This design comes from an exercise in tuning for small area and a short achievable clock period on the open sky130 flow, not from production work. Function was checked by simulation only, so behaviour that the tests miss may differ from the original.

==> flow/run.sh <==
#!/bin/bash
# synth_recipe.tcl (not shown) runs the flow's synth.tcl, then flattens the netlist and writes it again
# the make line also repeats each setting of config.mk as NAME=value (left out here)
make -C /OpenROAD-flow-scripts/flow DESIGN_CONFIG=/design/flow/config.mk WORK_HOME=/design/flow/orfs CLKGATE_MAP_FILE= SYNTH_SCRIPT=/design/flow/synth_recipe.tcl finish
==> flow/config.mk <==
export PLATFORM = sky130hd
export DESIGN_NAME = fpfma
export DESIGN_NICKNAME = fpfma
export VERILOG_FILES = /design/flow/design.v
export SDC_FILE = /design/flow/constraint.sdc
export NUM_CORES = 4
export LEC_CHECK = 0
export CAP_MARGIN = 20
export CORE_MARGIN = 2
export CORE_UTILIZATION = 30
export SLEW_MARGIN = 20
==> flow/constraint.sdc <==
create_clock -name core_clock -period 28.0 [get_ports {clk}]
set_input_delay 5.6000 -clock core_clock [delete_from_list [all_inputs] [get_ports {clk}]]
set_output_delay 5.6000 -clock core_clock [all_outputs]
set_load 0.01 [all_outputs]
==> flow/design.v <==
module fpfma (
    input  wire        clk,
    input  wire        rst_n,
    input  wire        in_valid,
    input  wire [1:0]  in_op,
    input  wire [1:0]  in_rnd,
    input  wire        in_ftz,
    input  wire        in_canon,
    input  wire [31:0] in_a,
    input  wire [31:0] in_b,
    input  wire [31:0] in_c,
    output reg         out_valid,
    output reg  [31:0] out_result,
    output reg  [4:0]  out_flags
);
    localparam [1:0] OP_ADD = 2'd0, OP_SUB = 2'd1, OP_MUL = 2'd2, OP_FMA = 2'd3;
    localparam [31:0] ONE  = 32'h3F80_0000;
    localparam [31:0] DNAN = 32'h7FC0_0000;
    localparam [31:0] MAXF = 32'h7F7F_FFFF;
    localparam [31:0] INF  = 32'h7F80_0000;
    reg        r_valid;
    reg [1:0]  r_op;
    reg [1:0]  r_rnd;
    reg        r_ftz;
    reg        r_canon;
    reg [31:0] r_a, r_b, r_c;
    always @(posedge clk) begin
        if (!rst_n) r_valid <= 1'b0;
        else        r_valid <= in_valid;
        r_op    <= in_op;
        r_rnd   <= in_rnd;
        r_ftz   <= in_ftz;
        r_canon <= in_canon;
        r_a     <= in_a;
        r_b     <= in_b;
        r_c     <= in_c;
    end
    wire        is_addsub = (r_op == OP_ADD) || (r_op == OP_SUB);
    wire        has_z     = (r_op != OP_MUL);
    wire [31:0] x_raw     = r_a;
    wire [31:0] y_raw     = is_addsub ? ONE : r_b;
    wire [31:0] z_raw     = is_addsub ? r_b : r_c;    
    wire        y_used    = !is_addsub;
    wire       sx = x_raw[31], sy = y_raw[31];
    wire       sz = z_raw[31] ^ (r_op == OP_SUB);
    wire [7:0] ex_f = x_raw[30:23], ey_f = y_raw[30:23], ez_f = z_raw[30:23];
    wire [22:0] fx = x_raw[22:0], fy = y_raw[22:0], fz = z_raw[22:0];
    wire x_nan = (ex_f == 8'hFF) && (fx != 0);
    wire y_nan = (ey_f == 8'hFF) && (fy != 0);
    wire z_nan = has_z && (ez_f == 8'hFF) && (fz != 0);
    wire x_snan = x_nan && !fx[22];
    wire y_snan = y_nan && !fy[22];
    wire z_snan = z_nan && !fz[22];
    wire x_inf = (ex_f == 8'hFF) && (fx == 0);
    wire y_inf = (ey_f == 8'hFF) && (fy == 0);
    wire z_inf = has_z && (ez_f == 8'hFF) && (fz == 0);
    wire x_sub = (ex_f == 8'h00) && (fx != 0);
    wire y_sub = (ey_f == 8'h00) && (fy != 0);
    wire z_sub = has_z && (ez_f == 8'h00) && (fz != 0);
    wire den_in = r_ftz && (x_sub || (y_used && y_sub) || z_sub);
    wire [23:0] mx = (ex_f == 0) ? ((r_ftz) ? 24'd0 : {1'b0, fx}) : {1'b1, fx};
    wire [23:0] my = (ey_f == 0) ? ((r_ftz) ? 24'd0 : {1'b0, fy}) : {1'b1, fy};
    wire [23:0] mz = !has_z ? 24'd0 :
                     (ez_f == 0) ? ((r_ftz) ? 24'd0 : {1'b0, fz}) : {1'b1, fz};
    wire [8:0] ex = (ex_f == 0) ? 9'd1 : {1'b0, ex_f};
    wire [8:0] ey = (ey_f == 0) ? 9'd1 : {1'b0, ey_f};
    wire [8:0] ez = (ez_f == 0) ? 9'd1 : {1'b0, ez_f};
    wire x_zero = !x_nan && !x_inf && (mx == 0);
    wire y_zero = !y_nan && !y_inf && (my == 0);
    wire z_zero = !z_nan && !z_inf && (mz == 0);    
    wire sp      = sx ^ sy;                              
    wire any_nan = x_nan || y_nan || z_nan;
    wire any_snan = x_snan || y_snan || z_snan;
    wire zinf    = (x_inf && y_zero) || (y_inf && x_zero);
    wire p_inf   = (x_inf || y_inf) && !zinf;
    wire infsub  = p_inf && z_inf && (sp != sz);
    wire [31:0] first_nan = x_nan ? x_raw : (y_nan ? y_raw : z_raw);
    wire [47:0] prod = mx * my;
    wire        p_zero = (prod == 0);
    wire signed [12:0] sh_raw = $signed({4'd0, ex}) + $signed({4'd0, ey})
                              - $signed({4'd0, ez}) - 13'sd99;
    wire        clamp   = p_zero || (!z_zero && (sh_raw <= 0));
    wire [6:0]  sh      = clamp ? 7'd0 :
                          (z_zero ? 7'd0 : ((sh_raw > 13'sd127) ? 7'd127 : sh_raw[6:0]));
    wire signed [12:0] wl = clamp ? ($signed({4'd0, ez}) - 13'sd228)
                                  : ($signed({4'd0, ex}) + $signed({4'd0, ey}) - 13'sd327);
    wire [205:0] zext = {mz, 182'd0} >> sh;
    wire [101:0] zwin = zext[205:104];
    wire         zstk = |zext[103:0];
    wire [101:0] pwin = {27'd0, prod, 27'd0};
    wire [103:0] aop = {1'b0, pwin, 1'b0};
    wire [103:0] bop = {1'b0, zwin, zstk};
    wire         eff_sub = (sp != sz);
    wire [103:0] diff = aop - bop;
    wire         neg  = eff_sub && diff[103];
    wire [103:0] mag  = !eff_sub ? (aop + bop) : (neg ? (bop - aop) : diff);
    wire         rsign = neg ? sz : sp;
    wire         mag_zero = (mag == 0);
    wire [127:0] m2 = {mag, 24'd0};
    reg  [6:0]   lzc;
    integer i;
    always @(*) begin
        lzc = 7'd0;
        for (i = 0; i < 128; i = i + 1)
            if (m2[i]) lzc = 7'd127 - i[6:0];
    end
    wire [127:0] nrm = m2 << lzc;
    wire signed [12:0] e_unb = wl + 13'sd102 - $signed({6'd0, lzc});
    wire [23:0] n_mant  = nrm[127:104];
    wire        n_guard = nrm[103];
    wire        n_stk   = |nrm[102:0];
    function rnd_inc;
        input [1:0] mode;
        input       s, lsb, g, st;
        begin
            case (mode)
                2'd0: rnd_inc = g && (st || lsb);
                2'd1: rnd_inc = 1'b0;
                2'd2: rnd_inc = !s && (g || st);
                default: rnd_inc = s && (g || st);
            endcase
        end
    endfunction
    wire inc24  = rnd_inc(r_rnd, rsign, n_mant[0], n_guard, n_stk);
    wire carry24 = inc24 && (n_mant == 24'hFF_FFFF);
    wire tiny   = (e_unb < -13'sd126) && !((e_unb == -13'sd127) && carry24);
    wire         is_sub_range = (e_unb < -13'sd126);
    wire signed [12:0] dsh_raw = -13'sd126 - e_unb;
    wire [5:0]   dsh = (dsh_raw > 13'sd26) ? 6'd26 : dsh_raw[5:0];
    wire [51:0]  dext = {n_mant, n_guard, n_stk, 26'd0} >> dsh;
    wire [23:0]  d_mant  = dext[51:28];
    wire         d_guard = dext[27];
    wire         d_stk   = |dext[26:0];
    wire [23:0]  f_mant  = is_sub_range ? d_mant  : n_mant;
    wire         f_guard = is_sub_range ? d_guard : n_guard;
    wire         f_stk   = is_sub_range ? d_stk   : n_stk;
    wire         inexact = f_guard || f_stk;
    wire         inc     = rnd_inc(r_rnd, rsign, f_mant[0], f_guard, f_stk);
    wire [24:0]  r_mant  = {1'b0, f_mant} + {24'd0, inc};
    wire signed [12:0] e_b = is_sub_range ? {12'd0, r_mant[23]}
                                          : (e_unb + 13'sd127 + {12'd0, r_mant[24]});
    wire [22:0]  frac    = r_mant[24] ? 23'd0 : r_mant[22:0];
    wire         ovf     = !is_sub_range && (e_b >= 13'sd255);
    wire         to_max  = (r_rnd == 2'd1) || (r_rnd == 2'd3 && !rsign) || (r_rnd == 2'd2 && rsign);
    reg [31:0] res;
    reg [4:0]  flg;    
    always @(*) begin
        flg = {den_in, 4'b0000};
        if (any_nan) begin
            res = r_canon ? DNAN : (first_nan | 32'h0040_0000);
            flg[0] = any_snan || zinf;
        end else if (zinf || infsub) begin
            res = DNAN;
            flg[0] = 1'b1;
        end else if (p_inf) begin
            res = {sp, INF[30:0]};
        end else if (z_inf) begin
            res = {sz, INF[30:0]};
        end else if (p_zero && z_zero) begin
            if (!has_z)        res = {sp, 31'd0};
            else if (sp == sz) res = {sp, 31'd0};
            else               res = {(r_rnd == 2'd3), 31'd0};
        end else if (mag_zero) begin
            res = {(r_rnd == 2'd3), 31'd0};
        end else if (r_ftz && tiny) begin
            res = {rsign, 31'd0};
            flg[3:2] = 2'b11;
            flg[4] = 1'b1;
        end else if (ovf) begin
            res = to_max ? {rsign, MAXF[30:0]} : {rsign, INF[30:0]};
            flg[3] = 1'b1;
            flg[1] = 1'b1;
        end else begin
            res = {rsign, e_b[7:0], frac};
            flg[3] = inexact;
            flg[2] = tiny && inexact;
        end
    end
    always @(posedge clk) begin
        if (!rst_n) out_valid <= 1'b0;
        else        out_valid <= r_valid;
        out_result <= res;
        out_flags  <= flg;
    end
endmodule
==> run summary <==
## what timing repair did
action                                  in CTS  in global routing
resized for setup                            0                 40
endpoints found under the setup margin       0                 33
buffers inserted                             0                  2
## cell usage after synthesis, drive strengths merged (27+ instances only)
cell,count
nor2,1093
nand2,848
inv,702
a21oi,655
o21ai,568
fa,487
clkbuf,384
ha,370
nand3,316
nor3,270
buf,175
a21o,149
dfxtp,141
and2,134
mux2i,125
nand4,125
nor4,121
o211ai,116
xnor2,116
a211oi,95
a31oi,93
and3,90
or3,89
o21bai,85
o22ai,83
o21a,73
mux2,66
o31ai,64
nand2b,62
or2,62
o221ai,57
xor2,56
a221oi,53
a22oi,49
a21boi,48
o2111ai,43
a2111oi,35
a211o,35
mux4,35
nor2b,31
a32oi,27
or4,27
## worst register-to-register path, delay by kind of cell (launching register included)
family                   cells  cell delay, ns
flip-flops                   1            0.34
AND/OR/NAND/NOR             21            5.20
AO/OA/AOI/OAI               38           10.73
XOR/XNOR                     2            0.48
adder cells (fa/ha/maj)     12            5.20
buffers and inverters       21            3.90
multiplexers                 3            1.21
## per-layer routing
metal | global-route usage, % | share of wire (%)
met1 | 46.9 | 39
met5 | 0 | 0.044
met3 | 11.2 | 13
met2 | 53.1 | 40
met4 | 21.3 | 7.7
## layout make-up
| type | instances | area (um^2) |
|---|---|---|
| fill | 21480 | 126000 |
| clock buffer | 19 | 443 |
| sequential | 141 | 2820 |
| timing repair buffer | 1697 | 13400 |
| inverter | 704 | 2650 |
| tap | 2672 | 3340 |
| antenna | 9 | 22.5 |
| multi-input combinational | 7322 | 53400 |
| clock inverter | 13 | 155 |
## sequential cells by signal (all words and copies together) (netlist names)
| register | flops |
|---|---|
| out_flags | 5 |
| r_a | 32 |
| out_valid | 1 |
| r_op | 2 |
| r_c | 32 |
| r_canon | 1 |
| r_b | 32 |
| r_rnd | 2 |
| r_valid | 1 |
| r_ftz | 1 |
| out_result | 32 |
## worst max-delay path by stage
| stage | endpoint | slack (ns) |
|---|---|---|
| 6_report | out_result[11] | 0.77 |
| 5_1_grt | out_result[3] | -0.02 |
| 4_1_cts | out_result[5] | 0.70 |
| 3_5_place_dp | out_result[11] | 0.82 |
| 3_3_place_gp | out_result[19] | 0.90 |
| 2_1_floorplan | out_result[11] | 2.23 |
## kinds of logic (layout without fill, tap and decap cells)
group / after synthesis / after routing / synth area share [%]
adder cells (fa/ha/maj): 857 / 857 / 23.6
XOR/XNOR: 172 / 172 / 2.50
flip-flops: 141 / 141 / 4.64
AO/OA/AOI/OAI: 2681 / 2682 / 29.8
multiplexers: 226 / 226 / 4.60
buffers and inverters: 1263 / 2433 / 8.28
other: 0 / 9 / 0
AND/OR/NAND/NOR: 3385 / 3385 / 26.6
## metrics by stage
step | setup TNS [ns] | utilization (%)
finish | 0 | 37.7
CTS | 0 | 37.6
global placement | 0 | 37.3
floorplan | 0 | -
global route | -0.0362 | 37.7
detailed placement | 0 | 37.3
==> run_results.csv <==
group,metric,value,unit
clock_tree,cts_hold_buf,0,
timing,whs,0.430,ns
floorplan,die-area,206000,um^2
timing,min_period,27.23,ns
place,pre_cts_ws,0.819,ns
final_layout,nets,10845,
setup_path,regToRegSetupSlack,0.77,ns
clock_tree,clock_sinks,141,
synthesis,synthFlopType,"dfxtp_1",
synthesis,yosys.area.top_type,"fa_1",
drt,antenna_left,0,
setup_path,crit_buf_inv,21,
setup_path,worst_path_max_delay_cell,"a2111oi_0",
global_routing,grt_max_degree,61,
setup_path,crit_top_cell,"buf_4",
final_layout,areaGrowthSynthToFinish,25.3,%
setup_path,end_kind,"flip-flop",
drt,routed_wl,390,mm
outcome,status,"complete, no violations",
place,io_buffers,142,
synthesis,synth_area,60800,um^2
global_routing,track_usage,36.4,%
clock_tree,ctsHtreeMaxLevel,4,
drt,viasPerCell,6.37,
final_layout,layout_common_cells,"buf_4 (1,531), nor2_1 (1,084), nand2_1 (831)",
synthesis,synth_cells,8725,
place,post_dp_cell_area,75400,um^2
synthesis,synthesis.area_per_instance,6.97,um^2
clock_tree,clk_latency,0.46,ns
synthesis,ys_seq_area_share,4.64,%
synthesis,synth_cell_types,138,
global_routing,antenna_found_initial,21,
setup_path,r2r-end,"out_result[11]",
floorplan,ioPinCount,143,
timing,slew_violations,0,
setup_path,path_class,"reg -> reg",
setup_path,cp.depth,97,
setup_path,reg2reg_depth,97,
drt,wl_per_cell,31.0,um
floorplan,row_count,165,
timing,fin_ws,0.769,ns
global_routing,grt_pass1_wl,553,mm
synthesis,synth_warnings,1,
synthesis,synth_nets,9687,
setup_path,cpPeakStageDelay,0.87,ns
clock_tree,clockBufferDepth,2,
synthesis,synth_top_area_share,16.0,%
clock_tree,clkTransAtPathRegs,0.07,ns
timing,worst_pin_slew,1.32,ns
hold_path,worstHoldEndpoint,"out_valid",
drt,drtIter0Drc,12402,
global_routing,first_global_vias,76630,
final_layout,final_common_cell,"buf_4",
place,gp_congestion,1.12,
place,hpwl,325,mm
hold_path,hp-class,"reg -> reg",
setup_path,startpoint,"r_b[30]",
timing,hold_viol,0,
timing,finClkSkew,0.0153,ns
setup_path,critical-path-top-delay-family,"compound AO/OA/AOI/OAI gates",
timing,relSlewSlack,11.0,%
global_routing,grt_overflow,0,
setup_path,cp_data_arrival_time,27.54,ns
clock_tree,cts_tree,"built",
drt,detail_route.first_pass.iterations,9,
setup_path,path_max_fanout,58,
final_layout,stdcell_area,76200,um^2
run,cap_violations,0,
drt,vias,80134,
timing,setup_viol,0,
setup_path,cp.required,28.31,ns
timing,post-route-period-util,97.3,%
clock_tree,clockRootBuffer,"clkbuf_16",
floorplan,die_x,454,um
floorplan,start_util,30.1,%
floorplan,coreArea,202000,um^2
synthesis,ys_seq_elements,141,
timing,fmax,36.7,MHz
synthesis,ys_async_sr_fraction,0,%
final_layout,fin_cells,12577,
drt,drc,0,
hold_path,hold_depth,1,
synthesis,synth_area_leaders,"fa_1 (16%), ha_1 (7.6%), nor2_1 (6.7%), a21oi_1 (5.3%), nand2_1 (5.2%)",
synthesis,synth_edf_count,0,
final_layout,drive_above_1_share,19.6,%
setup_path,r2r_start,"r_b[30]",
setup_path,cp-start-kind,"flip-flop",
hold_path,hp-start,"r_valid",
floorplan,die_y,454,um
place,placed_cells,12532,
clock_tree,cts_buffers,17,

[re-timing with driven ports]
How much do the figures lean on ideal ports? The routed layout below was timed once more, with nothing changed but the port constraints. Step 1 (the two cells are an assumption about what drives the block):
set clk [get_ports {clk}]
set_driving_cell -lib_cell sky130_fd_sc_hd__clkbuf_16 $clk
set_driving_cell -lib_cell sky130_fd_sc_hd__buf_2 [delete_from_list [all_inputs] $clk]
Step 2 also shifts input and output timing later by t, the mid clock arrival at the registers, as if the neighbouring blocks saw the same clock. Slacks: ideal / step 1 / step 2; pairs: ideal / step 1.
t, ns: 0.501
setup slack, ns: 0.769 / 0.769 / 0.769
worst setup path after step 2: register to register
cell pins on the clock port's net: 1
After both steps setup and hold are still met in this run. For this run, drivers alone change the setup slack by 0.000 ns; drivers and shift together by 0.000 ns.
